Context: an optimization exercise on an open-source flow, tuned for small area, a short achievable clock period and few clock cycles per item. The choices shown serve that exercise and are no tape-out recipe.
Function was checked by simulation only, so behaviour that the tests miss may differ from the original.
Power is estimated from default activity; no workload was simulated.

==> flow/design.v <==
module kx_line_packer (
    input  wire        clk,
    input  wire        rst,
    input  wire [11:0] cfg_nozzles,    
    input  wire [3:0]  cfg_def,        
    input  wire [1:0]  cfg_op1,        
    input  wire [1:0]  cfg_op2,
    input  wire [1:0]  cfg_op3,
    input  wire        cfg_mask_en,    
    input  wire [31:0] cfg_sub,        
    input  wire [1:0]  cfg_sub_cap,
    input  wire [11:0] cfg_ovl_hi,     
    input  wire [11:0] cfg_ovl_lo,     
    input  wire        in_valid,
    output wire        in_ready,
    input  wire [3:0]  in_line,        
    input  wire [15:0] in_l0,          
    input  wire [15:0] in_l1,
    input  wire [15:0] in_l2,
    input  wire [15:0] in_l3,
    input  wire [2:0]  in_cov,         
    input  wire [7:0]  in_mask,        
    input  wire [7:0]  in_dead,        
    output reg         out_valid,
    output reg         out_last,
    output reg  [15:0] out_codes
);
    localparam LANES = 8;
    integer i;
    function gt2(input [1:0] a, input [1:0] b);
        gt2 = (a[1] & ~b[1]) | (a[1] & a[0] & ~b[0]) | (~b[1] & a[0] & ~b[0]);
    endfunction
    function [1:0] max2(input [1:0] a, input [1:0] b);
        max2 = gt2(a, b) ? a : b;
    endfunction
    function [1:0] min2(input [1:0] a, input [1:0] b);
        min2 = gt2(b, a) ? a : b;
    endfunction
    function [1:0] apply_layer(input [1:0] v, input [1:0] u, input [1:0] op,
                               input active);
        begin
            apply_layer = v;
            if (active && u != 2'b00) begin
                case (op)
                    2'd0:    apply_layer = u;
                    2'd1:    apply_layer = max2(v, u);
                    2'd2:    apply_layer = 2'b00;
                    default: apply_layer = v;
                endcase
            end
        end
    endfunction
    function [7:0] dither(input [3:0] x, input [3:0] y);
        reg [3:0] a;
        begin
            a = x ^ y;
            dither = {a[0], y[0], a[1], y[1], a[2], y[2], a[3], y[3]};
        end
    endfunction
    function [13:0] add13(input [12:0] x, input [12:0] y, input ci);
        reg [13:0] g, p;
        reg [13:0] gn, pn;
        integer k, l, j;
        begin
            g[0] = ci;
            p[0] = 1'b0;
            for (k = 0; k < 13; k = k + 1) begin
                g[k+1] = x[k] & y[k];
                p[k+1] = x[k] | y[k];
            end
            for (l = 0; l < 4; l = l + 1) begin
                gn = g;
                pn = p;
                for (k = 0; k < 14; k = k + 1) begin
                    if ((k >> l) & 1) begin
                        j = ((k >> l) << l) - 1;
                        gn[k] = g[k] | (p[k] & g[j]);
                        pn[k] = p[k] & p[j];
                    end
                end
                g = gn;
                p = pn;
            end
            for (k = 0; k < 13; k = k + 1)
                add13[k] = x[k] ^ y[k] ^ g[k];
            add13[13] = g[13];
        end
    endfunction
    function ge13(input [12:0] x, input [12:0] y);
        reg [13:0] g, p;
        reg [13:0] gn, pn;
        integer k, l, j;
        begin
            g[0] = 1'b1;
            p[0] = 1'b0;
            for (k = 0; k < 13; k = k + 1) begin
                g[k+1] = x[k] & ~y[k];
                p[k+1] = x[k] | ~y[k];
            end
            for (l = 0; l < 4; l = l + 1) begin
                gn = g;
                pn = p;
                for (k = 0; k < 14; k = k + 1) begin
                    if ((k >> l) & 1) begin
                        j = ((k >> l) << l) - 1;
                        gn[k] = g[k] | (p[k] & g[j]);
                        pn[k] = p[k] & p[j];
                    end
                end
                g = gn;
                p = pn;
            end
            ge13 = g[13];
        end
    endfunction
    function [13:0] radd13(input [12:0] x, input [12:0] y, input ci);
        integer k;
        reg     c;
        begin
            c = ci;
            for (k = 0; k < 13; k = k + 1) begin
                radd13[k] = x[k] ^ y[k] ^ c;
                c = (x[k] & y[k]) | (c & (x[k] ^ y[k]));
            end
            radd13[13] = c;
        end
    endfunction
    function rge13(input [12:0] x, input [12:0] y);
        integer k;
        reg     c;
        begin
            c = 1'b1;
            for (k = 0; k < 13; k = k + 1)
                c = (x[k] == y[k]) ? c : x[k];
            rge13 = c;
        end
    endfunction
    function [25:0] csa13(input [12:0] x, input [12:0] y, input [12:0] z);
        integer k;
        begin
            for (k = 0; k < 13; k = k + 1) begin
                csa13[k]      = x[k] ^ y[k] ^ z[k];
                csa13[13 + k] = (x[k] & y[k]) | (x[k] & z[k]) | (y[k] & z[k]);
            end
        end
    endfunction
    reg  [11:0] r_wlo, r_whi, r_hs;
    reg  [31:0] r_subm;
    reg  [3:0]  r_def;
    reg  [1:0]  r_op1, r_op2, r_op3;
    reg         r_mask_en;
    wire [13:0] hs_s = add13({1'b0, cfg_nozzles}, ~{1'b0, cfg_ovl_hi}, 1'b1);
    always @(posedge clk) begin
        r_wlo <= cfg_ovl_lo;
        r_whi <= cfg_ovl_hi;
        r_hs  <= hs_s[11:0];                        
        r_def     <= cfg_def;
        r_op1     <= cfg_op1;
        r_op2     <= cfg_op2;
        r_op3     <= cfg_op3;
        r_mask_en <= cfg_mask_en;
        for (i = 0; i < 16; i = i + 1)
            r_subm[2*i +: 2] <= min2(cfg_sub_cap, cfg_sub[2*i +: 2]);
    end
    reg         tbl_ok;
    reg  [4:0]  eng_t;
    reg  [20:0] lo_e1, lo_e2, lo_e3, lo_e4, lo_e8;    
    reg  [20:0] hi_e1, hi_e2, hi_e3, hi_e4, hi_e8;
    reg  [20:0] hi_init;                             
    wire        eng_run  = ~tbl_ok & (in_valid | (eng_t != 5'd0));
    wire [4:0]  eng_tn   = (eng_t == 5'd19) ? 5'd0 : eng_t + 5'd1;
    wire [3:0]  eng_nn   = eng_tn[3:0] - 4'd10;      
    wire [3:0]  hi_init_o = 4'd8 - {1'b0, r_hs[2:0]};
    reg         eng_isdv, eng_d0, eng_iswk, eng_n1, eng_le4, eng_ge4, eng_icap, eng_last;
    wire        eng_div  = ~tbl_ok & eng_isdv;
    wire        eng_walk = ~tbl_ok & eng_iswk;
    wire        eng_done = ~tbl_ok & eng_last;
    function [20:0] eng_step(input div, input d0, input [20:0] e1,
                             input [12:0] e1m, input [20:0] wop, input [11:0] wm1);
        reg [12:0] x, y, z;
        reg [13:0] s, sd;
        reg [13:0] as, as0, as1;
        begin
            x  = div ? {(d0 ? 12'd0 : e1[11:0]), d0} : {1'b0, wop[11:0]};
            y  = div ? 13'd0 : {1'b0, e1[11:0]};
            z  = div ? ~{1'b0, wm1} : e1m;
            s  = add13(x, y, 1'b0);
            sd = add13(x, z, 1'b0);
            as0 = add13({4'd0, wop[20:12]}, {4'd0, e1[20:12]}, 1'b0);
            as1 = add13({4'd0, wop[20:12]}, {4'd0, e1[20:12]}, 1'b1);
            as  = sd[12] ? as0 : as1;
            eng_step[11:0] = sd[12] ? s[11:0] : sd[11:0];
            if (div)
                eng_step[20:12] = {(d0 ? 8'd0 : e1[19:12]), ~sd[12]};
            else
                eng_step[20:12] = as[9] ? 9'h1ff : as[8:0];
        end
    endfunction
    reg  [12:0] lo_e1m, hi_e1m;
    wire [20:0] lo_wop = eng_n1 ? 21'd0 : eng_le4 ? lo_e4 : lo_e8;
    wire [20:0] hi_wop = eng_n1 ? 21'd0 : eng_le4 ? hi_e4 : hi_e8;
    wire [20:0] lo_enx = eng_step(eng_isdv, eng_d0, lo_e1, lo_e1m, lo_wop, r_wlo);
    wire [20:0] hi_enx = eng_step(eng_isdv, eng_d0, hi_e1, hi_e1m, hi_wop, r_whi);
    wire [13:0] lo_e1m_s = add13({1'b0, lo_e1[11:0]}, ~{1'b0, r_wlo}, 1'b0);
    wire [13:0] hi_e1m_s = add13({1'b0, hi_e1[11:0]}, ~{1'b0, r_whi}, 1'b0);
    wire line_idle;
    always @(posedge clk) begin
        if (rst) begin
            tbl_ok   <= 1'b0;
            eng_t    <= 5'd0;
            eng_isdv <= 1'b0;
            eng_d0   <= 1'b0;
            eng_iswk <= 1'b0;
            eng_n1   <= 1'b0;
            eng_le4  <= 1'b0;
            eng_ge4  <= 1'b0;
            eng_icap <= 1'b0;
            eng_last <= 1'b0;
        end else begin
            if (eng_run) begin
                eng_t    <= eng_tn;
                eng_isdv <= (eng_tn >= 5'd1) & (eng_tn <= 5'd9);
                eng_d0   <= (eng_tn == 5'd1);
                eng_iswk <= (eng_tn >= 5'd11) & (eng_tn <= 5'd18);
                eng_n1   <= (eng_tn == 5'd11);
                eng_le4  <= (eng_tn <= 5'd14);
                eng_ge4  <= (eng_tn >= 5'd14);
                eng_icap <= (eng_tn >= 5'd11) & (eng_tn <= 5'd18) & (eng_nn == hi_init_o);
                eng_last <= (eng_tn == 5'd19);
            end
            if (eng_done)
                tbl_ok <= 1'b1;
            else if (line_idle)
                tbl_ok <= 1'b0;
        end
    end
    always @(posedge clk) begin
        if (eng_div) begin
            lo_e1 <= lo_enx;
            hi_e1 <= hi_enx;
        end
        lo_e1m <= lo_e1m_s[12:0];
        hi_e1m <= hi_e1m_s[12:0];
        if (eng_walk && eng_le4) begin
            lo_e4 <= lo_enx;
            lo_e3 <= lo_e4;
            lo_e2 <= lo_e3;
            hi_e4 <= hi_enx;
            hi_e3 <= hi_e4;
            hi_e2 <= hi_e3;
        end
        if (eng_walk && eng_ge4) begin
            lo_e8 <= lo_enx;
            hi_e8 <= hi_enx;
        end
        if (eng_walk && eng_icap)
            hi_init <= hi_enx;
    end
    assign in_ready = tbl_ok;
    wire in_fire = in_valid & tbl_ok;
    reg  [8:0] apos;          
    wire [13:0] apos_s  = radd13({4'd0, apos}, 13'd0, 1'b1);
    wire [8:0]  apos_inc = apos_s[8:0];
    wire        f_last  = (apos_inc == cfg_nozzles[11:3]);
    always @(posedge clk) begin
        if (rst)
            apos <= 9'd0;
        else if (in_fire)
            apos <= f_last ? 9'd0 : apos_inc;
    end
    reg  [15:0] s0_code;
    always @(*) begin : stage0
        reg [1:0] v;
        for (i = 0; i < LANES; i = i + 1) begin
            v = r_def[0] ? in_l0[2*i +: 2] : 2'b00;
            v = apply_layer(v, in_l1[2*i +: 2], r_op1, r_def[1] & in_cov[0]);
            v = apply_layer(v, in_l2[2*i +: 2], r_op2, r_def[2] & in_cov[1]);
            v = apply_layer(v, in_l3[2*i +: 2], r_op3, r_def[3] & in_cov[2]);
            if (r_mask_en && !in_mask[i])
                v = 2'b00;
            s0_code[2*i +: 2] = v;
        end
    end
    reg  [7:0]  lo_t;
    reg  [11:0] lo_rn;
    reg  [7:0]  hi_t;
    reg  [11:0] hi_r;
    function [20:0] fwd_rn(input [7:0] t, input [11:0] rn, input [20:0] e, input [11:0] wm1);
        reg [13:0] d, dw, ts, t1;
        reg [25:0] cs;
        begin
            d  = add13({1'b0, rn}, ~{1'b0, e[11:0]}, 1'b1);
            cs = csa13({1'b0, rn}, ~{1'b0, e[11:0]}, {1'b0, wm1});
            dw = add13(cs[12:0], {cs[24:13], 1'b1}, 1'b1);
            ts = add13({5'd0, t}, {5'd0, e[19:12]}, 1'b0);
            t1 = add13({5'd0, t}, {5'd0, e[19:12]}, 1'b1);
            fwd_rn = {1'b0, d[13] ? ts[7:0] : t1[7:0], d[13] ? d[11:0] : dw[11:0]};
        end
    endfunction
    function [20:0] back_r(input [7:0] t, input [11:0] r, input [20:0] e, input [11:0] wm1);
        reg [13:0] d, dw, ts, t1;
        reg [25:0] cs;
        begin
            d  = add13({1'b0, r}, ~{1'b0, e[11:0]}, 1'b1);
            cs = csa13({1'b0, r}, ~{1'b0, e[11:0]}, {1'b0, wm1});
            dw = add13(cs[12:0], {cs[24:13], 1'b1}, 1'b1);
            ts = add13({5'd0, t}, ~{5'd0, e[19:12]}, 1'b0);
            t1 = add13({5'd0, t}, ~{5'd0, e[19:12]}, 1'b1);
            back_r = {1'b0, d[13] ? t1[7:0] : ts[7:0], d[13] ? d[11:0] : dw[11:0]};
        end
    endfunction
    function [20:0] fwd_r(input [7:0] t, input [11:0] r, input [20:0] e, input [11:0] wm1);
        reg [13:0] s, sd, ts, t1;
        reg [25:0] cs;
        begin
            s  = add13({1'b0, r}, {1'b0, e[11:0]}, 1'b0);
            cs = csa13({1'b0, r}, {1'b0, e[11:0]}, ~{1'b0, wm1});
            sd = add13(cs[12:0], {cs[24:13], 1'b0}, 1'b0);
            ts = add13({5'd0, t}, {5'd0, e[19:12]}, 1'b0);
            t1 = add13({5'd0, t}, {5'd0, e[19:12]}, 1'b1);
            fwd_r = {1'b0, sd[12] ? ts[7:0] : t1[7:0], sd[12] ? s[11:0] : sd[11:0]};
        end
    endfunction
    wire [20:0] lo_s3 = fwd_rn(lo_t, lo_rn, lo_e4, r_wlo);
    wire [20:0] lo_s8 = fwd_rn(lo_t, lo_rn, lo_e8, r_wlo);
    wire [20:0] hi_s3 = back_r(hi_t, hi_r, hi_e4, r_whi);
    wire [20:0] hi_f8 = fwd_r(hi_t, hi_r, hi_e8, r_whi);
    wire [5:0] lo_c = {
        ~ge13({1'b0, lo_s3[11:0]}, {1'b0, lo_e3[11:0]}),
        ~ge13({1'b0, lo_s3[11:0]}, {1'b0, lo_e2[11:0]}),
        ~ge13({1'b0, lo_s3[11:0]}, {1'b0, lo_e1[11:0]}),
        ~rge13({1'b0, lo_rn},       {1'b0, lo_e3[11:0]}),
        ~rge13({1'b0, lo_rn},       {1'b0, lo_e2[11:0]}),
        ~rge13({1'b0, lo_rn},       {1'b0, lo_e1[11:0]})};
    wire [5:0] hi_c = {
        ~rge13({1'b0, hi_r},        {1'b0, hi_e1[11:0]}),    
        ~rge13({1'b0, hi_r},        {1'b0, hi_e2[11:0]}),    
        ~rge13({1'b0, hi_r},        {1'b0, hi_e3[11:0]}),    
        ~ge13({1'b0, hi_s3[11:0]}, {1'b0, hi_e1[11:0]}),    
        ~ge13({1'b0, hi_s3[11:0]}, {1'b0, hi_e2[11:0]}),    
        ~ge13({1'b0, hi_s3[11:0]}, {1'b0, hi_e3[11:0]})};   
    wire f_lo_all = ~rge13({4'd0, apos}, {4'd0, r_wlo[11:3]});
    wire f_lo_at  = (apos == r_wlo[11:3]);
    wire f_hi_all = ~rge13({4'd0, r_hs[11:3]}, {4'd0, apos});
    wire f_hi_at  = (apos == r_hs[11:3]);
    always @(posedge clk) begin
        if (eng_done || (in_fire && f_last)) begin
            lo_t  <= 8'd0;
            lo_rn <= r_wlo;
            hi_t  <= hi_init[19:12];
            hi_r  <= hi_init[11:0];
        end else if (in_fire) begin
            lo_t  <= lo_s8[19:12];
            lo_rn <= lo_s8[11:0];
            if (f_hi_all | f_hi_at) begin
                hi_t <= hi_f8[19:12];
                hi_r <= hi_f8[11:0];
            end
        end
    end
    reg              a_valid;
    reg              a_first, a_last, a_pos0;
    reg  [15:0]      a_code;
    reg  [LANES-1:0] a_dead;
    reg  [3:0]       a_x;
    reg  [3:0]       a_pop;       
    reg  [7:0]       a_lo_tb, a_lo_t3, a_lo_t7, a_hi_t7, a_hi_t3;
    reg  [5:0]       a_lo_c, a_hi_c;
    reg              a_lo_all, a_lo_at, a_hi_all, a_hi_at;
    always @(posedge clk) begin
        if (rst)
            a_valid <= 1'b0;
        else
            a_valid <= in_fire;
        a_first  <= (apos == 9'd0);
        a_last   <= f_last;
        a_pos0   <= apos[0];
        a_code   <= s0_code;
        a_dead   <= in_dead;
        a_pop    <= {3'd0, in_dead[0]} + {3'd0, in_dead[1]} + {3'd0, in_dead[2]} + {3'd0, in_dead[3]}
                  + {3'd0, in_dead[4]} + {3'd0, in_dead[5]} + {3'd0, in_dead[6]} + {3'd0, in_dead[7]};
        a_x      <= in_line;
        a_lo_tb  <= lo_t;
        a_lo_t3  <= lo_s3[19:12];
        a_lo_t7  <= lo_s8[19:12];
        a_hi_t7  <= hi_t;
        a_hi_t3  <= hi_s3[19:12];
        a_lo_c   <= lo_c;
        a_hi_c   <= hi_c;
        a_lo_all <= f_lo_all;
        a_lo_at  <= f_lo_at;
        a_hi_all <= f_hi_all;
        a_hi_at  <= f_hi_at;
    end
    reg  [8:0] srv_left;      
    function sign11(input [10:0] x, input [10:0] y, input ci);
        reg [13:0] cy;
        begin
            cy = add13({3'd0, x[9:0]}, {3'd0, y[9:0]}, ci);
            sign11 = x[10] ^ y[10] ^ cy[10];
        end
    endfunction
    function lo_kill_f(input [7:0] t, input [8:0] alpha, input c, input [7:0] d);
        reg [25:0] cs;
        begin
            cs = csa13({5'd0, d}, {2'b11, ~{3'd0, t}}, {2'b11, ~{2'd0, alpha}});
            lo_kill_f = ~sign11(cs[10:0], {cs[22:13], ~c}, 1'b1);
        end
    endfunction
    function hi_kill_f(input [7:0] t, input [8:0] alpha, input c, input [7:0] d);
        reg [25:0] cs;
        begin
            cs = csa13({5'd0, t}, {2'b11, ~{3'd0, d}}, {2'b11, ~{2'd0, alpha}});
            hi_kill_f = ~sign11(cs[10:0], {cs[22:13], ~c}, 1'b0);
        end
    endfunction
    reg  [LANES-1:0] s1_served;
    reg  [LANES-1:0] s1_keep;
    reg  [3:0]  pcnt;
    reg  [13:0] srv_d;
    always @(*) begin : stage1
        reg [3:0]  y;
        reg [13:0] ys;
        reg [7:0]  d;
        reg        in_lo, in_hi, lo_kill, hi_kill;
        pcnt = 4'd0;
        for (i = 0; i < LANES; i = i + 1) begin
            s1_served[i] = a_dead[i] & ((|srv_left[8:3]) | (pcnt[2:0] < srv_left[2:0]));
            pcnt = pcnt + {3'd0, a_dead[i]};
            y = {a_pos0, i[2:0]};
            d = dither(a_x, y);
            in_lo = a_lo_all | (a_lo_at & (i[2:0] < r_wlo[2:0]));
            case (i)
                0: lo_kill = lo_kill_f(a_lo_tb, lo_e1[20:12], a_lo_c[0], d);
                1: lo_kill = lo_kill_f(a_lo_tb, lo_e2[20:12], a_lo_c[1], d);
                2: lo_kill = lo_kill_f(a_lo_tb, lo_e3[20:12], a_lo_c[2], d);
                3: lo_kill = rge13({5'd0, d}, {5'd0, a_lo_t3});
                4: lo_kill = lo_kill_f(a_lo_t3, lo_e1[20:12], a_lo_c[3], d);
                5: lo_kill = lo_kill_f(a_lo_t3, lo_e2[20:12], a_lo_c[4], d);
                6: lo_kill = lo_kill_f(a_lo_t3, lo_e3[20:12], a_lo_c[5], d);
                default: lo_kill = rge13({5'd0, d}, {5'd0, a_lo_t7});
            endcase
            ys = radd13({9'd0, a_pos0, i[2:0]}, {9'd0, r_whi[3:0]}, 1'b0);
            y = ys[3:0];
            d = dither(a_x, y);
            in_hi = a_hi_all | (a_hi_at & (i[2:0] >= r_hs[2:0]));
            case (i)
                0: hi_kill = hi_kill_f(a_hi_t3, hi_e3[20:12], a_hi_c[0], d);
                1: hi_kill = hi_kill_f(a_hi_t3, hi_e2[20:12], a_hi_c[1], d);
                2: hi_kill = hi_kill_f(a_hi_t3, hi_e1[20:12], a_hi_c[2], d);
                3: hi_kill = ~rge13({5'd0, d}, {5'd0, a_hi_t3});
                4: hi_kill = hi_kill_f(a_hi_t7, hi_e3[20:12], a_hi_c[3], d);
                5: hi_kill = hi_kill_f(a_hi_t7, hi_e2[20:12], a_hi_c[4], d);
                6: hi_kill = hi_kill_f(a_hi_t7, hi_e1[20:12], a_hi_c[5], d);
                default: hi_kill = ~rge13({5'd0, d}, {5'd0, a_hi_t7});
            endcase
            s1_keep[i] = ~(in_lo & lo_kill) & ~(in_hi & hi_kill);
        end
        srv_d = radd13({4'd0, srv_left}, ~{9'd0, a_pop}, 1'b1);
    end
    always @(posedge clk) begin
        if (rst)
            srv_left <= 9'd256;
        else if (a_valid)
            srv_left <= a_last ? 9'd256 : srv_d[13] ? srv_d[8:0] : 9'd0;
    end
    reg              b_valid;
    reg              b_first;
    reg              b_last;
    reg  [15:0]      b_code;
    reg  [LANES-1:0] b_dead;
    reg  [LANES-1:0] b_served;
    reg  [LANES-1:0] b_keep;
    reg  [1:0]       l_code;
    reg              l_dead;
    reg              l_served;
    wire b_out = b_valid & (b_last | a_valid);
    assign line_idle = ~a_valid & ~b_valid & ~out_valid & ~in_fire;
    reg  [1:0] nb_code   [0:LANES+1];
    reg        nb_dead   [0:LANES+1];
    reg        nb_served [0:LANES+1];
    reg  [1:0] rs_up     [0:LANES+1];    
    reg  [1:0] rs_dn     [0:LANES+1];    
    reg  [15:0] s2_codes;
    always @(*) begin : stage2
        reg [3:0] idx;
        reg [1:0] r;
        reg [1:0] o;
        integer   n;
        nb_code[0]   = l_code;
        nb_dead[0]   = l_dead & ~b_first;
        nb_served[0] = l_served & ~b_first;
        for (n = 0; n < LANES; n = n + 1) begin
            nb_code[n+1]   = b_code[2*n +: 2];
            nb_dead[n+1]   = b_dead[n];
            nb_served[n+1] = b_served[n];
        end
        nb_code[LANES+1]   = a_code[1:0];
        nb_dead[LANES+1]   = a_dead[0] & ~b_last;
        nb_served[LANES+1] = a_dead[0] & (|srv_left) & ~b_last;
        for (n = 0; n <= LANES + 1; n = n + 1) begin
            rs_up[n] = 2'b00;
            rs_dn[n] = 2'b00;
        end
        for (n = 0; n <= LANES; n = n + 1) begin
            idx = nb_dead[n] ? {nb_code[n], nb_code[n+1]} : {nb_code[n+1], nb_code[n]};
            r   = r_subm[2*idx +: 2];
            if (nb_served[n] && nb_code[n] != 2'b00)
                rs_dn[n+1] = r;
            if (nb_served[n+1] && nb_code[n+1] != 2'b00)
                rs_up[n] = r;
        end
        for (n = 1; n <= LANES; n = n + 1) begin
            o = max2(nb_code[n], max2(rs_dn[n], rs_up[n]));
            if (nb_dead[n] || !b_keep[n-1])
                o = 2'b00;
            s2_codes[2*(n-1) +: 2] = o;
        end
    end
    always @(posedge clk) begin
        if (rst) begin
            b_valid   <= 1'b0;
            out_valid <= 1'b0;
        end else begin
            out_valid <= b_out;
            if (a_valid)
                b_valid <= 1'b1;
            else if (b_out)
                b_valid <= 1'b0;
        end
    end
    always @(posedge clk) begin
        if (b_out) begin
            out_codes <= s2_codes;
            out_last  <= b_last;
            l_code    <= b_code[15:14];
            l_dead    <= b_dead[LANES-1];
            l_served  <= b_served[LANES-1];
        end
        if (a_valid) begin
            b_first  <= a_first;
            b_last   <= a_last;
            b_code   <= a_code;
            b_dead   <= a_dead;
            b_served <= s1_served;
            b_keep   <= s1_keep;
        end
    end
endmodule
==> flow/run.sh <==
#!/bin/bash
# synth_recipe.tcl (not shown) runs the flow's synth.tcl, then flattens the netlist and writes it again
# the make line also repeats each setting of config.mk as NAME=value (left out here)
make -C /OpenROAD-flow-scripts/flow DESIGN_CONFIG=/design/flow/config.mk WORK_HOME=/design/flow/orfs CLKGATE_MAP_FILE= SYNTH_SCRIPT=/design/flow/synth_recipe.tcl finish
==> flow/config.mk <==
export PLATFORM = sky130hd
export DESIGN_NAME = kx_line_packer
export DESIGN_NICKNAME = kx_line_packer
export VERILOG_FILES = /design/flow/design.v
export SDC_FILE = /design/flow/constraint.sdc
export NUM_CORES = 4
export LEC_CHECK = 0
export CAP_MARGIN = 20
export CORE_MARGIN = 2
export CORE_UTILIZATION = 40
export CTS_CLUSTER_DIAMETER = 40
export CTS_CLUSTER_SIZE = 8
export SLEW_MARGIN = 20
==> flow/constraint.sdc <==
create_clock -name core_clock -period 13.0 [get_ports {clk}]
set_input_delay 2.6000 -clock core_clock [delete_from_list [all_inputs] [get_ports {clk}]]
set_output_delay 2.6000 -clock core_clock [all_outputs]
set_load 0.01 [all_outputs]
==> results.tsv, run 1 <==
metric	value	unit
commonest non-fill, non-tap cell in the layout	inv_1	
Synth async-reset ratio	0	%
initial antenna violation count	2	
largest net degree at the start of global routing	71	
Slew Limit Fails	0	
Final nets	5403	
gpl congestion	0.8924	
Final period util	44.59	%
clk slew on worst S/H paths	50	ps
GRT Overall Usage	21.00	%
clock skew	20.71	ps
first-pass GRT wire length	183.8	mm
Synth area leader	edfxtp_1	
peak supply drop	0.0001445	V
Max Cap Violations	0	
Worst Setup Start Kind	flop	
# IOs	190	
H-Tree Depth	3	
setup violators final	0	
row count	121	
Final min period	5797	ps
hold buffer count at cts	0	
top_reg_cell synth	edfxtp_1	
vias per cell	5.306	
clk buf depth	3	
share of layout cells above drive strength 1	8.513	%
ant diodes	0	
WP data arrival	6160	ps
worst path required time	13360	ps
number of gates resized after CTS	0	
Seq cells post-synth	564	
Max Fclk	172.5	MHz
Syn Std Cell Area	43550	µm²
warnings from Yosys	6	
setup tns final	0	ps
Area contributors post-synth	edfxtp_1 (22%), ha_1 (14%), dfxtp_1 (11%), fa_1 (8.6%), inv_1 (5.2%)	
# DRC	0	
sequential cell area fraction in the yosys report	33.40	%
drt initial violations	2159	
Yosys top cell area share	22.41	%
Critical Path Fanout Max	29	
area grow syn2layout	16.89	%
Final HPWL DP	90.23	mm
Clk Latency, worst-skew pair	670	ps
post-synthesis area per instance	10.11	µm²
Routed WL	118.3	mm
power consumption	11150	µW
Vert. Die Dim	334.0	µm
post-synth cell types	84	
Synth Net Count	5166	
critical path class	flop to flop	
Wirelength per Cell	19.53	µm
cts bufs inserted	112	
GRT overflow	0	
number of global-route vias before repair	32227	
WHS Path Cells	0	
Post-synth EDFFs	325	
# Post-CTS Setup Buffers	0	
drt pass-1 iters	7	
Via Count	32121	
Hold Path Class	flop to flop	
core box area	108400	µm²
Clock Sinks	564	
die area	111500	µm²
Fillers	9995	
final count of hold timing violations	0	
Worst R2R Path Depth	17	
Worst Setup End Kind	flop	
status	complete, no violations	
Root Driver	clkbuf_16	
width of the die	334.0	µm
CTS tree	done	
Slew HR	24.92	%
Routed Antenna Nets	0	
cell count after synthesis	4307	
RSZ-0062 raised after global routing	false	
power density over cell area	219.0	nW/µm²
measured slew at the worst slew-check pin	1125	ps
initial core utilization	40.17	%
Leak	0.02145	µW
most frequent cells in the layout	inv_1 (605), ha_1 (500), edfxtp_1 (325)	
PortBufs	189	
## power breakdown
group	leakage (µW)	internal, µW	switching [µW]
combinational	0.0147	2120	3000
sequential	0.00494	2670	476
clock	0.00182	1910	973
total	0.0215	6700	4450
## final timing paths
path,slack (ps),to,startpoint
max,7200,lo_e4[19],eng_le4
min,390,b_code[15],a_code[15]
min reg2reg,390,b_code[15],a_code[15]
max reg2reg,7200,lo_e4[19],eng_le4
## cell type report
cell class              count  area (µm²)  area share (%)
multi-input cells        3043       26420           51.89
flip-flops and latches    564       14550           28.58
clock buffers             154        3085           6.061
inverters                 607        2292           4.503
repair buffers            216        2095           4.115
well taps                1414        1769           3.475
clock inverters            56       696.9           1.369
## registers in the layout (all words and copies together) (netlist names), 16 cells and up
name and cells:
a_code 16, b_code 16, hi_e1 21, hi_e2 21, hi_e3 21, hi_e4 21
hi_e8 21, hi_init 20, lo_e1 21, lo_e2 21, lo_e3 21, lo_e4 21
lo_e8 21, out_codes 16, r_subm 32
## cells by family after synthesis
kind of cell	synth area share, %
adders and majority gates	26.10
buffers and inverters	6.079
muxes	7.140
AOI/OAI and AO/OA	12.92
xor gates and xnor gates	4.264
DFF	33.40
and+or+nand+nor	10.11
## synth_stat cells (all sizes together) (12+ instances only)
cell type / number
inv: 606
ha: 500
edfxtp: 325
a21oi: 280
nor2: 255
nand2: 244
dfxtp: 239
o21ai: 210
fa: 188
maj3: 129
mux2i: 125
xor2: 110
xnor2: 102
clkbuf: 82
nor2b: 82
mux4: 72
nand2b: 70
o21bai: 58
a211oi: 52
nor3: 51
o21a: 42
a22oi: 36
a31oi: 33
nand3b: 32
or2: 31
and2: 30
nand3: 28
o22ai: 23
nor3b: 22
mux2: 21
a21o: 14
nor4: 13
or3: 13
a221oi: 12
## routing by layer
| layer | vias to the layer above | global-route usage [%] | part of all wire (%) | routed length, µm |
|---|---|---|---|---|
| met4 | 0 | 6.498 | 2.7 | 3226 |
| met5 | - | 0 | 0 | 0 |
| met2 | 953 | 35.16 | 47 | 55350 |
| met1 | 15535 | 28.00 | 45 | 53060 |
| li1 | 15424 | - | - | - |
| met3 | 209 | 3.067 | 5.6 | 6627 |
## critical path, stage by stage (launching register included)
cell and delay [ps]:
dfxtp_2 670, buf_4 610, mux2i_1 250, o21a_1 170, inv_1 120, ha_1 240
a211oi_1 350, nor2b_1 190, or4b_1 440, o221ai_1 230, or3_1 170, and3_1 710
o2111ai_1 210, a31oi_1 300, a21o_1 180, fa_1 400, nor2_1 100, o21ai_0 120
## metrics by stage
stage                     cells  cell area, µm²  util (%)  setup WS (ps)  hold slack (ps)
after floorplan            4307           43550         -           8001            370.7
after detailed placement   5844           47110     43.46           7113            389.7
after CTS                  6054           50890     46.94           7170            398.8
after global routing       6054           50910     46.96           6614            402.1
after global placement     5844           47110     43.46           7202            390.5
final                      6054           50910     46.96           7203            394.3
Testbench counts, summed over its fixed seeds: cycles 25,312, beats 24,576.
==> run 2: changes to the inputs <==
--- a/flow/design.v
+++ b/flow/design.v
@@ -171,36 +171,35 @@
     wire [4:0]  eng_tn   = (eng_t == 5'd19) ? 5'd0 : eng_t + 5'd1;
     wire [3:0]  eng_nn   = eng_tn[3:0] - 4'd10;      
     wire [3:0]  hi_init_o = 4'd8 - {1'b0, r_hs[2:0]};
-    reg         eng_isdv, eng_d0, eng_iswk, eng_n1, eng_le4, eng_ge4, eng_icap, eng_last;
-    wire        eng_div  = ~tbl_ok & eng_isdv;
-    wire        eng_walk = ~tbl_ok & eng_iswk;
+    reg         eng_isdv, eng_d0, eng_clr, eng_iswk, eng_c2, eng_c3, eng_c4,
+                eng_icap, eng_last;
     wire        eng_done = ~tbl_ok & eng_last;
-    function [20:0] eng_step(input div, input d0, input [20:0] e1,
-                             input [12:0] e1m, input [20:0] wop, input [11:0] wm1);
-        reg [12:0] x, y, z;
-        reg [13:0] s, sd;
-        reg [13:0] as, as0, as1;
+    function [20:0] div_step(input d0, input [20:0] e1, input [11:0] wm1);
+        reg [12:0] x;
+        reg [13:0] sd;
         begin
-            x  = div ? {(d0 ? 12'd0 : e1[11:0]), d0} : {1'b0, wop[11:0]};
-            y  = div ? 13'd0 : {1'b0, e1[11:0]};
-            z  = div ? ~{1'b0, wm1} : e1m;
-            s  = add13(x, y, 1'b0);
-            sd = add13(x, z, 1'b0);
-            as0 = add13({4'd0, wop[20:12]}, {4'd0, e1[20:12]}, 1'b0);
-            as1 = add13({4'd0, wop[20:12]}, {4'd0, e1[20:12]}, 1'b1);
+            x  = {(d0 ? 12'd0 : e1[11:0]), d0};
+            sd = add13(x, ~{1'b0, wm1}, 1'b0);        
+            div_step = {(d0 ? 8'd0 : e1[19:12]), ~sd[12], sd[12] ? x[11:0] : sd[11:0]};
+        end
+    endfunction
+    function [20:0] walk_step(input [20:0] e, input [20:0] e1, input [12:0] e1m);
+        reg [13:0] s, sd, as0, as1, as;
+        begin
+            s   = add13({1'b0, e[11:0]}, {1'b0, e1[11:0]}, 1'b0);
+            sd  = add13({1'b0, e[11:0]}, e1m, 1'b0);
+            as0 = add13({4'd0, e[20:12]}, {4'd0, e1[20:12]}, 1'b0);
+            as1 = add13({4'd0, e[20:12]}, {4'd0, e1[20:12]}, 1'b1);
             as  = sd[12] ? as0 : as1;
-            eng_step[11:0] = sd[12] ? s[11:0] : sd[11:0];
-            if (div)
-                eng_step[20:12] = {(d0 ? 8'd0 : e1[19:12]), ~sd[12]};
-            else
-                eng_step[20:12] = as[9] ? 9'h1ff : as[8:0];
+            walk_step[11:0]  = sd[12] ? s[11:0] : sd[11:0];
+            walk_step[20:12] = as[9] ? 9'h1ff : as[8:0];
         end
     endfunction
     reg  [12:0] lo_e1m, hi_e1m;
-    wire [20:0] lo_wop = eng_n1 ? 21'd0 : eng_le4 ? lo_e4 : lo_e8;
-    wire [20:0] hi_wop = eng_n1 ? 21'd0 : eng_le4 ? hi_e4 : hi_e8;
-    wire [20:0] lo_enx = eng_step(eng_isdv, eng_d0, lo_e1, lo_e1m, lo_wop, r_wlo);
-    wire [20:0] hi_enx = eng_step(eng_isdv, eng_d0, hi_e1, hi_e1m, hi_wop, r_whi);
+    wire [20:0] lo_dnx = div_step(eng_d0, lo_e1, r_wlo);
+    wire [20:0] hi_dnx = div_step(eng_d0, hi_e1, r_whi);
+    wire [20:0] lo_wnx = walk_step(lo_e8, lo_e1, lo_e1m);
+    wire [20:0] hi_wnx = walk_step(hi_e8, hi_e1, hi_e1m);
     wire [13:0] lo_e1m_s = add13({1'b0, lo_e1[11:0]}, ~{1'b0, r_wlo}, 1'b0);
     wire [13:0] hi_e1m_s = add13({1'b0, hi_e1[11:0]}, ~{1'b0, r_whi}, 1'b0);
     wire line_idle;
@@ -210,10 +209,11 @@
             eng_t    <= 5'd0;
             eng_isdv <= 1'b0;
             eng_d0   <= 1'b0;
+            eng_clr  <= 1'b0;
             eng_iswk <= 1'b0;
-            eng_n1   <= 1'b0;
-            eng_le4  <= 1'b0;
-            eng_ge4  <= 1'b0;
+            eng_c2   <= 1'b0;
+            eng_c3   <= 1'b0;
+            eng_c4   <= 1'b0;
             eng_icap <= 1'b0;
             eng_last <= 1'b0;
         end else begin
@@ -221,10 +221,11 @@
                 eng_t    <= eng_tn;
                 eng_isdv <= (eng_tn >= 5'd1) & (eng_tn <= 5'd9);
                 eng_d0   <= (eng_tn == 5'd1);
+                eng_clr  <= (eng_tn == 5'd10);
                 eng_iswk <= (eng_tn >= 5'd11) & (eng_tn <= 5'd18);
-                eng_n1   <= (eng_tn == 5'd11);
-                eng_le4  <= (eng_tn <= 5'd14);
-                eng_ge4  <= (eng_tn >= 5'd14);
+                eng_c2   <= (eng_tn == 5'd12);
+                eng_c3   <= (eng_tn == 5'd13);
+                eng_c4   <= (eng_tn == 5'd14);
                 eng_icap <= (eng_tn >= 5'd11) & (eng_tn <= 5'd18) & (eng_nn == hi_init_o);
                 eng_last <= (eng_tn == 5'd19);
             end
@@ -235,26 +236,30 @@
         end
     end
     always @(posedge clk) begin
-        if (eng_div) begin
-            lo_e1 <= lo_enx;
-            hi_e1 <= hi_enx;
+        if (eng_isdv) begin
+            lo_e1 <= lo_dnx;
+            hi_e1 <= hi_dnx;
         end
         lo_e1m <= lo_e1m_s[12:0];
         hi_e1m <= hi_e1m_s[12:0];
-        if (eng_walk && eng_le4) begin
-            lo_e4 <= lo_enx;
-            lo_e3 <= lo_e4;
-            lo_e2 <= lo_e3;
-            hi_e4 <= hi_enx;
-            hi_e3 <= hi_e4;
-            hi_e2 <= hi_e3;
-        end
-        if (eng_walk && eng_ge4) begin
-            lo_e8 <= lo_enx;
-            hi_e8 <= hi_enx;
+        if (eng_clr | eng_iswk) begin
+            lo_e8 <= lo_wnx & {21{~eng_clr}};
+            hi_e8 <= hi_wnx & {21{~eng_clr}};
+        end
+        if (eng_c2) begin
+            lo_e2 <= lo_wnx;
+            hi_e2 <= hi_wnx;
+        end
+        if (eng_c3) begin
+            lo_e3 <= lo_wnx;
+            hi_e3 <= hi_wnx;
+        end
+        if (eng_c4) begin
+            lo_e4 <= lo_wnx;
+            hi_e4 <= hi_wnx;
         end
-        if (eng_walk && eng_icap)
-            hi_init <= hi_enx;
+        if (eng_icap)
+            hi_init <= hi_wnx;
     end
     assign in_ready = tbl_ok;
     wire in_fire = in_valid & tbl_ok;
--- a/flow/config.mk
+++ b/flow/config.mk
@@ -8,6 +8,7 @@
 export CAP_MARGIN = 20
 export CORE_MARGIN = 2
 export CORE_UTILIZATION = 40
-export CTS_CLUSTER_DIAMETER = 40
-export CTS_CLUSTER_SIZE = 8
+export CTS_BUF_LIST = sky130_fd_sc_hd__clkbuf_8 sky130_fd_sc_hd__clkbuf_16
+export CTS_CLUSTER_DIAMETER = 60
+export CTS_CLUSTER_SIZE = 16
 export SLEW_MARGIN = 20
==> run 2 against run 1 <==
  * Still clean
  * Die area up 1.0%
  * Clock power down 22%
  * Fmax rose by 1.0%
  * Worst hold slack got worse by 23 ps
  * Cell count fell by 0.18%
  * Final area fell by 0.93%
  * Combinational power decreased by 2%
  * Non-clock buffer count rose by 5
  * Worst setup slack improved by 59 ps
  * Global-route usage up 0.68 points
  * Largest cell class unchanged
==> results.tsv, run 2 <==
metric	value	unit	change
status	complete, no violations		unchanged
Clk Latency, worst-skew pair	640	ps	was 670 ps
initial core utilization	40.36	%	was 40.17%
share of power burned in registers	30.0	%	was 28.2%
clock skew	51.83	ps	was 20.71 ps
clk buf depth	3		unchanged
area grow syn2layout	14.64	%	was 16.89%
Worst R2R End	hi_t[4]		was lo_e4[19]
Sequential Area	14510	µm²	was 14550 µm²
cts bufs inserted	78		was 112
initial antenna violation count	1		was 2
Critical Path Fanout Max	23		was 29
Root Driver	clkbuf_16		unchanged
RSZ-0062 raised after global routing	false		unchanged
Final nets	5479		was 5403
cell count after synthesis	4349		was 4307
WP data arrival	6130	ps	was 6160 ps
Reg with most FFs	r_subm		unchanged
GRT overflow	0		unchanged
worst path required time	13390	ps	was 13360 ps
Final period util	44.14	%	was 44.59%
Worst Setup Start Kind	flop		unchanged
width of the die	335.6	µm	was 334.0 µm
first-pass GRT wire length	189.1	mm	was 183.8 mm
Reg2Reg Setup Slack	7260	ps	was 7200 ps
Routed Antenna Nets	0		unchanged
most frequent cells in the layout	inv_1 (610), ha_1 (548), edfxtp_1 (323)		was inv_1 (605), ha_1 (500), edfxtp_1 (325)
Slew HR	14.31	%	was 24.92%
die area	112600	µm²	was 111500 µm²
Via Count	32078		was 32121
share of layout cells above drive strength 1	6.913	%	was 8.513%
# IOs	190		unchanged
setup tns final	0	ps	unchanged
sw frac	41.38	%	was 39.93%
drt initial violations	2323		was 2159
power density over cell area	206.9	nW/µm²	was 219.0 nW/µm²
largest net degree at the start of global routing	49		was 71
WHS Path Cells	0		unchanged
Max Fclk	174.3	MHz	was 172.5 MHz
final count of hold timing violations	0		unchanged
Vert. Die Dim	335.6	µm	was 334.0 µm
# Post-CTS Setup Buffers	0		unchanged
measured slew at the worst slew-check pin	1253	ps	was 1125 ps
GRT Overall Usage	21.68	%	was 21.00%
PortBufs	189		unchanged
Critical R2R Launch	r_whi[0]		was eng_le4
Fillers	10187		was 9995
Clk pwr share	21.6	%	was 25.9%
Non-Filler Instances	6043		was 6054
most common cell in the netlist	inv_1		unchanged
Synth Net Count	5262		was 5166
critical path class	flop to flop		unchanged
peak supply drop	0.0001442	V	was 0.0001445 V
Int Pwr	6116	µW	was 6698 µW
row count	121		unchanged
warnings from Yosys	6		unchanged
Post-synth EDFFs	323		was 325
Yosys top cell area share	22.05	%	was 22.41%
Clock Sinks	563		was 564
CP Launch Point	r_whi[0]		was eng_le4
Seq cells post-synth	563		was 564
Worst Setup End Kind	flop		unchanged
number of global-route vias before repair	31912		was 32227
ant diodes	0		unchanged
top_reg_cell synth	edfxtp_1		unchanged
Comb pwr share	48.4	%	was 46.0%
vias per cell	5.308		was 5.306
post-synth cell types	82		was 84
Leak	0.02127	µW	was 0.02145 µW
Synth top cells by count	inv_1 (605), ha_1 (548), edfxtp_1 (323)		was inv_1 (605), ha_1 (500), edfxtp_1 (325)
area occupied by multi-input gates	26980	µm²	was 26420 µm²
drt pass-1 iters	5		was 7
number of flip-flops in the largest register	32		unchanged
sequential cell area fraction in the yosys report	32.97	%	was 33.40%
core box area	109000	µm²	was 108400 µm²
H-Tree Depth	3		unchanged
Placed Instances	5899		was 5844
Routed WL	122.4	mm	was 118.3 mm
# DRC	0		unchanged
Psw	4318	µW	was 4451 µW
Max Cap Violations	0		unchanged
Worst R2R Path Depth	20		was 17
Area contributors post-synth	edfxtp_1 (22%), ha_1 (16%), dfxtp_1 (11%), fa_1 (8.8%), inv_1 (5.2%)		was edfxtp_1 (22%), ha_1 (14%), dfxtp_1 (11%), fa_1 (8.6%), inv_1 (5.2%)
gpl congestion	0.9105		was 0.8924
Synth async-reset ratio	0	%	unchanged
Slew Limit Fails	0		unchanged
Final min period	5738	ps	was 5797 ps
Syn Std Cell Area	43990	µm²	was 43550 µm²
Final HPWL DP	93.25	mm	was 90.23 mm
Hold Path Class	flop to flop		unchanged
Synth area leader	edfxtp_1		unchanged
setup violators final	0		unchanged
commonest non-fill, non-tap cell in the layout	inv_1		unchanged
worst setup path end	hi_t[4]		was lo_e4[19]
clk slew on worst S/H paths	70	ps	was 50 ps
Wirelength per Cell	20.26	µm	was 19.53 µm
CTS tree	done		unchanged
hold buffer count at cts	0		unchanged
number of gates resized after CTS	0		unchanged
post-synthesis area per instance	10.12	µm²	was 10.11 µm²
-- run 2: cell types whose count changed after synthesis, sizes merged, moves of 8 or more --
cell	previous run	this run
a211oi	52	40
or2	31	10
xor2	110	102
mux2i	125	108
a21oi	280	309
o21a	42	22
ha	500	548
xnor2	102	134
nor2b	82	105
o21ai	210	198
-- run 2: stage by stage --
step / hold WS [ps] / worst slack, ps / utilization [%] / area, µm² / power (µW)
global route: 385.1 / 6985 / 46.26 / 50430 / 11260
CTS: 381.0 / 7271 / 46.21 / 50370 / 10500
floorplan: 363.2 / 7977 / - / 43990 / 6622
global placement: 390.0 / 6683 / 43.70 / 47640 / 8065
detailed placement: 391.3 / 6627 / 43.70 / 47640 / 8175
finish: 371.1 / 7262 / 46.26 / 50430 / 10430
-- run 2: power groups by stage --
stage               logic (µW)  clock network, µW  registers (µW)
global placement          4900                  0            3160
floorplan                 3630                  0            2990
global route              5700               2380            3180
finish                    5050               2260            3130
detailed placement        5010                  0            3170
CTS                       5050               2320            3130
-- run 2: final cells by class --
class	count	area share, %
sequential	563	28.78
timing repair buffer	221	4.267
inverter	608	4.525
multi-input combinational	3094	53.50
tap	1414	3.508
clock inverter	58	1.308
clock buffer	85	4.106
-- run 2: logic make-up (layout without fill, tap and decap cells) --
| logic type | Yosys count | count (layout) | synth area share [%] |
|---|---|---|---|
| buf+inv | 692 | 972 | 5.910 |
| flops | 563 | 563 | 32.97 |
| xor+xnor | 236 | 236 | 4.699 |
| simple gates | 905 | 905 | 10.02 |
| mux | 192 | 192 | 6.399 |
| fa+ha+maj | 868 | 868 | 27.35 |
| compound gates | 893 | 893 | 12.65 |
-- run 2: worst min path at each step --
stage	slack, ps	to	startpoint
after floorplan	360	a_lo_tb[7]	lo_t[7]
after global placement	390	b_code[13]	a_code[13]
after detailed placement	390	b_code[13]	a_code[13]
after CTS	380	b_code[3]	a_code[3]
after global routing	390	b_code[3]	a_code[3]
final	370	b_code[3]	a_code[3]
-- run 2: per-layer routing --
| layer | vias to the layer above | track usage (%) | part of all wire (%) | wire, µm |
|---|---|---|---|---|
| met4 | 2 | 6.278 | 2.7 | 3327 |
| met2 | 959 | 35.44 | 46 | 56240 |
| li1 | 15456 | - | - | - |
| met1 | 15464 | 29.85 | 45 | 55410 |
| met3 | 197 | 3.020 | 6.1 | 7426 |
| met5 | - | 0 | 0.0098 | 12 |
-- run 2: worst max-delay path, cell delays in order (launching register included) --
cell,delay (ps)
dfxtp_1,670
inv_1,540
fa_1,560
ha_1,200
inv_1,70
fa_1,180
o21bai_1,90
a21oi_1,320
o21bai_1,150
a21oi_1,330
o21ai_1,160
a2111o_1,430
o311ai_4,90
buf_4,360
mux2i_1,470
nor2_1,70
nor2_1,100
o21bai_1,80
fa_1,380
xnor2_1,130
o21ai_0,80
Testbench counts of run 2, summed over its fixed seeds: cycles 25,312, beats 24,576.
==> run 3: changes to the inputs <==
--- a/flow/design.v
+++ b/flow/design.v
@@ -164,15 +164,15 @@
     end
     reg         tbl_ok;
     reg  [4:0]  eng_t;
-    reg  [20:0] lo_e1, lo_e2, lo_e3, lo_e4, lo_e8;    
-    reg  [20:0] hi_e1, hi_e2, hi_e3, hi_e4, hi_e8;
+    reg  [20:0] lo_e1, lo_e2, lo_e3, lo_e4, lo_e5, lo_e6, lo_e7, lo_e8;    
+    reg  [20:0] hi_e1, hi_e2, hi_e3, hi_e4, hi_e5, hi_e6, hi_e7, hi_e8;
     reg  [20:0] hi_init;                             
     wire        eng_run  = ~tbl_ok & (in_valid | (eng_t != 5'd0));
     wire [4:0]  eng_tn   = (eng_t == 5'd19) ? 5'd0 : eng_t + 5'd1;
     wire [3:0]  eng_nn   = eng_tn[3:0] - 4'd10;      
     wire [3:0]  hi_init_o = 4'd8 - {1'b0, r_hs[2:0]};
     reg         eng_isdv, eng_d0, eng_clr, eng_iswk, eng_c2, eng_c3, eng_c4,
-                eng_icap, eng_last;
+                eng_c5, eng_c6, eng_c7, eng_icap, eng_last;
     wire        eng_done = ~tbl_ok & eng_last;
     function [20:0] div_step(input d0, input [20:0] e1, input [11:0] wm1);
         reg [12:0] x;
@@ -214,6 +214,9 @@
             eng_c2   <= 1'b0;
             eng_c3   <= 1'b0;
             eng_c4   <= 1'b0;
+            eng_c5   <= 1'b0;
+            eng_c6   <= 1'b0;
+            eng_c7   <= 1'b0;
             eng_icap <= 1'b0;
             eng_last <= 1'b0;
         end else begin
@@ -226,6 +229,9 @@
                 eng_c2   <= (eng_tn == 5'd12);
                 eng_c3   <= (eng_tn == 5'd13);
                 eng_c4   <= (eng_tn == 5'd14);
+                eng_c5   <= (eng_tn == 5'd15);
+                eng_c6   <= (eng_tn == 5'd16);
+                eng_c7   <= (eng_tn == 5'd17);
                 eng_icap <= (eng_tn >= 5'd11) & (eng_tn <= 5'd18) & (eng_nn == hi_init_o);
                 eng_last <= (eng_tn == 5'd19);
             end
@@ -258,6 +264,18 @@
             lo_e4 <= lo_wnx;
             hi_e4 <= hi_wnx;
         end
+        if (eng_c5) begin
+            lo_e5 <= lo_wnx;
+            hi_e5 <= hi_wnx;
+        end
+        if (eng_c6) begin
+            lo_e6 <= lo_wnx;
+            hi_e6 <= hi_wnx;
+        end
+        if (eng_c7) begin
+            lo_e7 <= lo_wnx;
+            hi_e7 <= hi_wnx;
+        end
         if (eng_icap)
             hi_init <= hi_wnx;
     end
@@ -302,18 +320,6 @@
             fwd_rn = {1'b0, d[13] ? ts[7:0] : t1[7:0], d[13] ? d[11:0] : dw[11:0]};
         end
     endfunction
-    function [20:0] back_r(input [7:0] t, input [11:0] r, input [20:0] e, input [11:0] wm1);
-        reg [13:0] d, dw, ts, t1;
-        reg [25:0] cs;
-        begin
-            d  = add13({1'b0, r}, ~{1'b0, e[11:0]}, 1'b1);
-            cs = csa13({1'b0, r}, ~{1'b0, e[11:0]}, {1'b0, wm1});
-            dw = add13(cs[12:0], {cs[24:13], 1'b1}, 1'b1);
-            ts = add13({5'd0, t}, ~{5'd0, e[19:12]}, 1'b0);
-            t1 = add13({5'd0, t}, ~{5'd0, e[19:12]}, 1'b1);
-            back_r = {1'b0, d[13] ? t1[7:0] : ts[7:0], d[13] ? d[11:0] : dw[11:0]};
-        end
-    endfunction
     function [20:0] fwd_r(input [7:0] t, input [11:0] r, input [20:0] e, input [11:0] wm1);
         reg [13:0] s, sd, ts, t1;
         reg [25:0] cs;
@@ -326,24 +332,24 @@
             fwd_r = {1'b0, sd[12] ? ts[7:0] : t1[7:0], sd[12] ? s[11:0] : sd[11:0]};
         end
     endfunction
-    wire [20:0] lo_s3 = fwd_rn(lo_t, lo_rn, lo_e4, r_wlo);
     wire [20:0] lo_s8 = fwd_rn(lo_t, lo_rn, lo_e8, r_wlo);
-    wire [20:0] hi_s3 = back_r(hi_t, hi_r, hi_e4, r_whi);
     wire [20:0] hi_f8 = fwd_r(hi_t, hi_r, hi_e8, r_whi);
-    wire [5:0] lo_c = {
-        ~ge13({1'b0, lo_s3[11:0]}, {1'b0, lo_e3[11:0]}),
-        ~ge13({1'b0, lo_s3[11:0]}, {1'b0, lo_e2[11:0]}),
-        ~ge13({1'b0, lo_s3[11:0]}, {1'b0, lo_e1[11:0]}),
-        ~rge13({1'b0, lo_rn},       {1'b0, lo_e3[11:0]}),
-        ~rge13({1'b0, lo_rn},       {1'b0, lo_e2[11:0]}),
-        ~rge13({1'b0, lo_rn},       {1'b0, lo_e1[11:0]})};
-    wire [5:0] hi_c = {
-        ~rge13({1'b0, hi_r},        {1'b0, hi_e1[11:0]}),    
-        ~rge13({1'b0, hi_r},        {1'b0, hi_e2[11:0]}),    
-        ~rge13({1'b0, hi_r},        {1'b0, hi_e3[11:0]}),    
-        ~ge13({1'b0, hi_s3[11:0]}, {1'b0, hi_e1[11:0]}),    
-        ~ge13({1'b0, hi_s3[11:0]}, {1'b0, hi_e2[11:0]}),    
-        ~ge13({1'b0, hi_s3[11:0]}, {1'b0, hi_e3[11:0]})};   
+    wire [20:0] lo_tb [1:7];
+    wire [20:0] hi_tb [1:7];
+    assign lo_tb[1] = lo_e1;  assign hi_tb[1] = hi_e1;
+    assign lo_tb[2] = lo_e2;  assign hi_tb[2] = hi_e2;
+    assign lo_tb[3] = lo_e3;  assign hi_tb[3] = hi_e3;
+    assign lo_tb[4] = lo_e4;  assign hi_tb[4] = hi_e4;
+    assign lo_tb[5] = lo_e5;  assign hi_tb[5] = hi_e5;
+    assign lo_tb[6] = lo_e6;  assign hi_tb[6] = hi_e6;
+    assign lo_tb[7] = lo_e7;  assign hi_tb[7] = hi_e7;
+    reg  [6:0] lo_c, hi_c;
+    always @(*) begin
+        for (i = 0; i < 7; i = i + 1) begin
+            lo_c[i] = ~rge13({1'b0, lo_rn}, {1'b0, lo_tb[i+1][11:0]});
+            hi_c[i] = ~rge13({1'b0, hi_r},  {1'b0, hi_tb[7-i][11:0]});
+        end
+    end
     wire f_lo_all = ~rge13({4'd0, apos}, {4'd0, r_wlo[11:3]});
     wire f_lo_at  = (apos == r_wlo[11:3]);
     wire f_hi_all = ~rge13({4'd0, r_hs[11:3]}, {4'd0, apos});
@@ -369,8 +375,8 @@
     reg  [LANES-1:0] a_dead;
     reg  [3:0]       a_x;
     reg  [3:0]       a_pop;       
-    reg  [7:0]       a_lo_tb, a_lo_t3, a_lo_t7, a_hi_t7, a_hi_t3;
-    reg  [5:0]       a_lo_c, a_hi_c;
+    reg  [7:0]       a_lo_tb, a_lo_t7, a_hi_t7;
+    reg  [6:0]       a_lo_c, a_hi_c;
     reg              a_lo_all, a_lo_at, a_hi_all, a_hi_at;
     always @(posedge clk) begin
         if (rst)
@@ -386,10 +392,8 @@
                   + {3'd0, in_dead[4]} + {3'd0, in_dead[5]} + {3'd0, in_dead[6]} + {3'd0, in_dead[7]};
         a_x      <= in_line;
         a_lo_tb  <= lo_t;
-        a_lo_t3  <= lo_s3[19:12];
         a_lo_t7  <= lo_s8[19:12];
         a_hi_t7  <= hi_t;
-        a_hi_t3  <= hi_s3[19:12];
         a_lo_c   <= lo_c;
         a_hi_c   <= hi_c;
         a_lo_all <= f_lo_all;
@@ -439,10 +443,10 @@
                 0: lo_kill = lo_kill_f(a_lo_tb, lo_e1[20:12], a_lo_c[0], d);
                 1: lo_kill = lo_kill_f(a_lo_tb, lo_e2[20:12], a_lo_c[1], d);
                 2: lo_kill = lo_kill_f(a_lo_tb, lo_e3[20:12], a_lo_c[2], d);
-                3: lo_kill = rge13({5'd0, d}, {5'd0, a_lo_t3});
-                4: lo_kill = lo_kill_f(a_lo_t3, lo_e1[20:12], a_lo_c[3], d);
-                5: lo_kill = lo_kill_f(a_lo_t3, lo_e2[20:12], a_lo_c[4], d);
-                6: lo_kill = lo_kill_f(a_lo_t3, lo_e3[20:12], a_lo_c[5], d);
+                3: lo_kill = lo_kill_f(a_lo_tb, lo_e4[20:12], a_lo_c[3], d);
+                4: lo_kill = lo_kill_f(a_lo_tb, lo_e5[20:12], a_lo_c[4], d);
+                5: lo_kill = lo_kill_f(a_lo_tb, lo_e6[20:12], a_lo_c[5], d);
+                6: lo_kill = lo_kill_f(a_lo_tb, lo_e7[20:12], a_lo_c[6], d);
                 default: lo_kill = rge13({5'd0, d}, {5'd0, a_lo_t7});
             endcase
             ys = radd13({9'd0, a_pos0, i[2:0]}, {9'd0, r_whi[3:0]}, 1'b0);
@@ -450,13 +454,13 @@
             d = dither(a_x, y);
             in_hi = a_hi_all | (a_hi_at & (i[2:0] >= r_hs[2:0]));
             case (i)
-                0: hi_kill = hi_kill_f(a_hi_t3, hi_e3[20:12], a_hi_c[0], d);
-                1: hi_kill = hi_kill_f(a_hi_t3, hi_e2[20:12], a_hi_c[1], d);
-                2: hi_kill = hi_kill_f(a_hi_t3, hi_e1[20:12], a_hi_c[2], d);
-                3: hi_kill = ~rge13({5'd0, d}, {5'd0, a_hi_t3});
-                4: hi_kill = hi_kill_f(a_hi_t7, hi_e3[20:12], a_hi_c[3], d);
-                5: hi_kill = hi_kill_f(a_hi_t7, hi_e2[20:12], a_hi_c[4], d);
-                6: hi_kill = hi_kill_f(a_hi_t7, hi_e1[20:12], a_hi_c[5], d);
+                0: hi_kill = hi_kill_f(a_hi_t7, hi_e7[20:12], a_hi_c[0], d);
+                1: hi_kill = hi_kill_f(a_hi_t7, hi_e6[20:12], a_hi_c[1], d);
+                2: hi_kill = hi_kill_f(a_hi_t7, hi_e5[20:12], a_hi_c[2], d);
+                3: hi_kill = hi_kill_f(a_hi_t7, hi_e4[20:12], a_hi_c[3], d);
+                4: hi_kill = hi_kill_f(a_hi_t7, hi_e3[20:12], a_hi_c[4], d);
+                5: hi_kill = hi_kill_f(a_hi_t7, hi_e2[20:12], a_hi_c[5], d);
+                6: hi_kill = hi_kill_f(a_hi_t7, hi_e1[20:12], a_hi_c[6], d);
                 default: hi_kill = ~rge13({5'd0, d}, {5'd0, a_hi_t7});
             endcase
             s1_keep[i] = ~(in_lo & lo_kill) & ~(in_hi & hi_kill);
--- a/flow/config.mk
+++ b/flow/config.mk
@@ -8,7 +8,7 @@
 export CAP_MARGIN = 20
 export CORE_MARGIN = 2
 export CORE_UTILIZATION = 40
-export CTS_BUF_LIST = sky130_fd_sc_hd__clkbuf_8 sky130_fd_sc_hd__clkbuf_16
-export CTS_CLUSTER_DIAMETER = 60
-export CTS_CLUSTER_SIZE = 16
+export CTS_BUF_LIST = sky130_fd_sc_hd__clkbuf_4 sky130_fd_sc_hd__clkbuf_8
+export CTS_CLUSTER_DIAMETER = 50
+export CTS_CLUSTER_SIZE = 12
 export SLEW_MARGIN = 20
==> run 3 against run 2 <==
  * Final area decreased by 0.13%
  * Worst hold slack better by 14 ps
  * Core utilization down 0.63 points
  * Sequential power grew 8.9%
  * Largest power group unchanged
  * Power is 12% lower
  * Sequential share of layout area grew 7.2 points
  * Global-route usage fell by 1.4 points
  * Die area increased by 0.88%
  * Worst setup slack improved by 440 ps
  * Critical endpoint is now hi_e2[12]
  * Sequential cell count grew 117
  * Wire length fell by 5.4%
  * Register-to-register slack better by 440 ps
==> results.tsv, run 3 <==
metric	value	unit	change
Synth async-reset ratio	0	%	unchanged
GRT Overall Usage	20.26	%	was 21.68%
WHS Path Cells	0		unchanged
top_reg_cell synth	edfxtp_1		unchanged
GRT overflow	0		unchanged
sequential cell area fraction in the yosys report	40.84	%	was 32.97%
Yosys top cell area share	30.51	%	was 22.05%
measured slew at the worst slew-check pin	1113	ps	was 1253 ps
Synth Net Count	4838		was 5262
Vert. Die Dim	337.1	µm	was 335.6 µm
die area	113600	µm²	was 112600 µm²
Wirelength per Cell	19.71	µm	was 20.26 µm
drt initial violations	2136		was 2323
final count of hold timing violations	0		unchanged
largest net degree at the start of global routing	72		was 49
Clock Sinks	680		was 563
critical path class	flop to flop		unchanged
commonest non-fill, non-tap cell in the layout	inv_1		unchanged
Worst Setup End Kind	flop		unchanged
Critical R2R Launch	hi_e8[1]		was r_whi[0]
min-delay src	lo_t[2]		was a_code[3]
row count	122		was 121
vias per cell	5.252		was 5.308
Reg with most FFs	r_subm		unchanged
Synth top cells by count	inv_1 (534), edfxtp_1 (451), ha_1 (427)		was inv_1 (605), ha_1 (548), edfxtp_1 (323)
Hold Path Class	flop to flop		unchanged
# IOs	190		unchanged
Routed WL	115.8	mm	was 122.4 mm
Via Count	30854		was 32078
Fillers	10224		was 10187
RSZ-0062 raised after global routing	false		unchanged
# Post-CTS Setup Buffers	0		unchanged
Syn Std Cell Area	44380	µm²	was 43990 µm²
number of flip-flops in the largest register	32		unchanged
area grow syn2layout	13.48	%	was 14.64%
Final period util	40.76	%	was 44.14%
Area contributors post-synth	edfxtp_1 (31%), ha_1 (12%), dfxtp_1 (10%), fa_1 (7.7%), inv_1 (4.5%)		was edfxtp_1 (22%), ha_1 (16%), dfxtp_1 (11%), fa_1 (8.8%), inv_1 (5.2%)
peak supply drop	0.0001195	V	was 0.0001442 V
Int Pwr	5636	µW	was 6116 µW
number of global-route vias before repair	30803		was 31912
PortBufs	189		unchanged
Final min period	5299	ps	was 5738 ps
share of power burned in registers	37.2	%	was 30.0%
Clk Latency, worst-skew pair	760	ps	was 640 ps
core box area	110400	µm²	was 109000 µm²
Comb pwr share	41.5	%	was 48.4%
sw frac	38.55	%	was 41.38%
status	complete, no violations		unchanged
Final Cell Area	50360	µm²	was 50430 µm²
first-pass GRT wire length	177.8	mm	was 189.1 mm
WP data arrival	5660	ps	was 6130 ps
most common cell in the netlist	inv_1		unchanged
Worst R2R Path Depth	13		was 20
Post-synth EDFFs	451		was 323
hold buffer count at cts	0		unchanged
Clk pwr share	21.3	%	was 21.6%
number of gates resized after CTS	0		unchanged
post-synthesis area per instance	10.91	µm²	was 10.12 µm²
Worst Hold End	a_lo_tb[2]		was b_code[3]
drt pass-1 iters	7		was 5
Leak	0.02023	µW	was 0.02127 µW
most frequent cells in the layout	inv_1 (534), edfxtp_1 (451), ha_1 (427)		was inv_1 (610), ha_1 (548), edfxtp_1 (323)
Worst Setup Start Kind	flop		unchanged
Slew Limit Fails	0		unchanged
clk buf depth	3		unchanged
Critical Path Fanout Max	23		unchanged
Synth area leader	edfxtp_1		unchanged
Final nets	5069		was 5479
CTS tree	done		unchanged
warnings from Yosys	6		unchanged
H-Tree Depth	3		unchanged
initial antenna violation count	8		was 1
power density over cell area	182.1	nW/µm²	was 206.9 nW/µm²
Root Driver	clkbuf_8		was clkbuf_16
Worst R2R End	hi_e2[12]		was hi_t[4]
setup violators final	0		unchanged
# DRC	0		unchanged
Seq cells post-synth	680		was 563
Max Cap Violations	0		unchanged
placed cell areas	48120	µm²	was 47640 µm²
Slew HR	23.87	%	was 14.31%
Psw	3536	µW	was 4318 µW
width of the die	337.1	µm	was 335.6 µm
Routed Antenna Nets	0		unchanged
setup tns final	0	ps	unchanged
gpl congestion	0.8813		was 0.9105
cts bufs inserted	94		was 78
worst path required time	13360	ps	was 13390 ps
initial core utilization	40.21	%	was 40.36%
clk slew on worst S/H paths	90	ps	was 70 ps
post-synth cell types	81		was 82
cell count after synthesis	4069		was 4349
clock skew	54.29	ps	was 51.83 ps
Final HPWL DP	86.31	mm	was 93.25 mm
share of layout cells above drive strength 1	8.514	%	was 6.913%
Max Fclk	188.7	MHz	was 174.3 MHz
Reg2Reg Setup Slack	7700	ps	was 7260 ps
run 3: stage by stage:
step | total power, µW | setup slack, ps | hold WS (ps) | instances | util [%]
after floorplan | 6035 | 8022 | 354.6 | 4069 | -
after global placement | 7175 | 7205 | 378.4 | 5691 | 43.59
after detailed placement | 7271 | 7141 | 390.6 | 5692 | 43.60
after CTS | 9257 | 7753 | 398.9 | 5869 | 45.61
after global routing | 9855 | 7445 | 390.0 | 5873 | 45.63
final | 9172 | 7701 | 385.4 | 5875 | 45.63
run 3: logic make-up (layout without fill, tap and decap cells):
kind of cell               count (synthesis)  in the layout  synth area share [%]
other                                      0              6                     0
AOI/OAI and AO/OA                        809            809                 11.49
muxes                                    189            189                 6.343
DFF                                      680            680                 40.84
adders and majority gates                738            738                 23.04
and+or+nand+nor                          825            825                 9.140
xor gates and xnor gates                 189            189                 3.730
buffers and inverters                    639            951                 5.413
run 3: power groups by stage:
stage	combinational [µW]	sequential, µW	clock [µW]
floorplan	2680	3360	0
global placement	3720	3450	0
detailed placement	3810	3460	0
CTS	3840	3410	2010
global route	4310	3450	2100
finish	3810	3410	1960
run 3: layout make-up:
class / instances / area, µm² / share of cell area, %
Antenna cell: 6 / 15.01 / 0.02981
Clock buffer: 112 / 1454 / 2.887
Clock inverter: 65 / 763.2 / 1.515
Inverter: 550 / 2064 / 4.099
Multi-Input combinational cell: 2750 / 23910 / 47.48
Sequential cell: 680 / 18140 / 36.01
Tap cell: 1488 / 1862 / 3.697
Timing Repair Buffer: 224 / 2153 / 4.276
run 3: routing by layer:
| metal | share of wire, % | up-vias | global-route usage [%] |
|---|---|---|---|
| met5 | 0.027 | - | 0 |
| met4 | 2.7 | 4 | 5.737 |
| met3 | 5.9 | 188 | 3.539 |
| met2 | 46 | 790 | 32.81 |
| met1 | 45 | 15131 | 27.83 |
| li1 | - | 14741 | - |
run 3: worst max path at each step:
stage	to	slack, ps	startpoint
2_1_floorplan	hi_r[0]	8020	cfg_nozzles[9]
3_3_place_gp	hi_t[0]	7210	cfg_nozzles[9]
3_5_place_dp	hi_t[1]	7140	cfg_nozzles[9]
4_1_cts	hi_e3[12]	7750	hi_e8[1]
5_1_grt	hi_e6[12]	7450	hi_e8[1]
6_report	hi_e2[12]	7700	hi_e8[1]
run 3: critical path: stages (launching register included):
cell and delay (ps):
edfxtp_1 500, inv_1 200, ha_1 230, and3b_1 210, o21bai_1 120, a2111oi_0 1010
nor3_1 250, a221oi_4 300, buf_4 330, mux2i_1 200, a31o_2 300, nor2b_1 160
o22ai_2 630, nand2_1 450
Testbench counts of run 3, summed over its fixed seeds: cycles 25,312, beats 24,576.

## re-timing with driven ports
Ports are ideal in the flow. The routed layouts listed here were re-timed in OpenROAD.
Step 1: set_driving_cell puts a clkbuf_16 on clk and a buf_2 on each other input, an assumption about the parent block.
Step 2 times the ports against the registers' clock, not the clock port: input delays grow and output delays shrink by t, the midpoint of the rising clock arrivals with the driver on.
a / b / c = ideal ports / drivers / drivers and shift; a / b = the first two.
run	t, ns	slack for setup (ns)	hold WS [ns]
run 1	0.730	7.203 / 7.203 / 7.064	0.394 / 0.394 / 0.394
run 2	0.690	7.262 / 7.262 / 6.907	0.371 / 0.371 / 0.371
run 3	0.802	7.701 / 7.701 / 7.164	0.385 / 0.385 / 0.385
After both steps setup and hold are still met in every run listed. For run 3, which loses most, drivers alone change the setup slack by 0.000 ns; drivers and shift together by -0.537 ns.
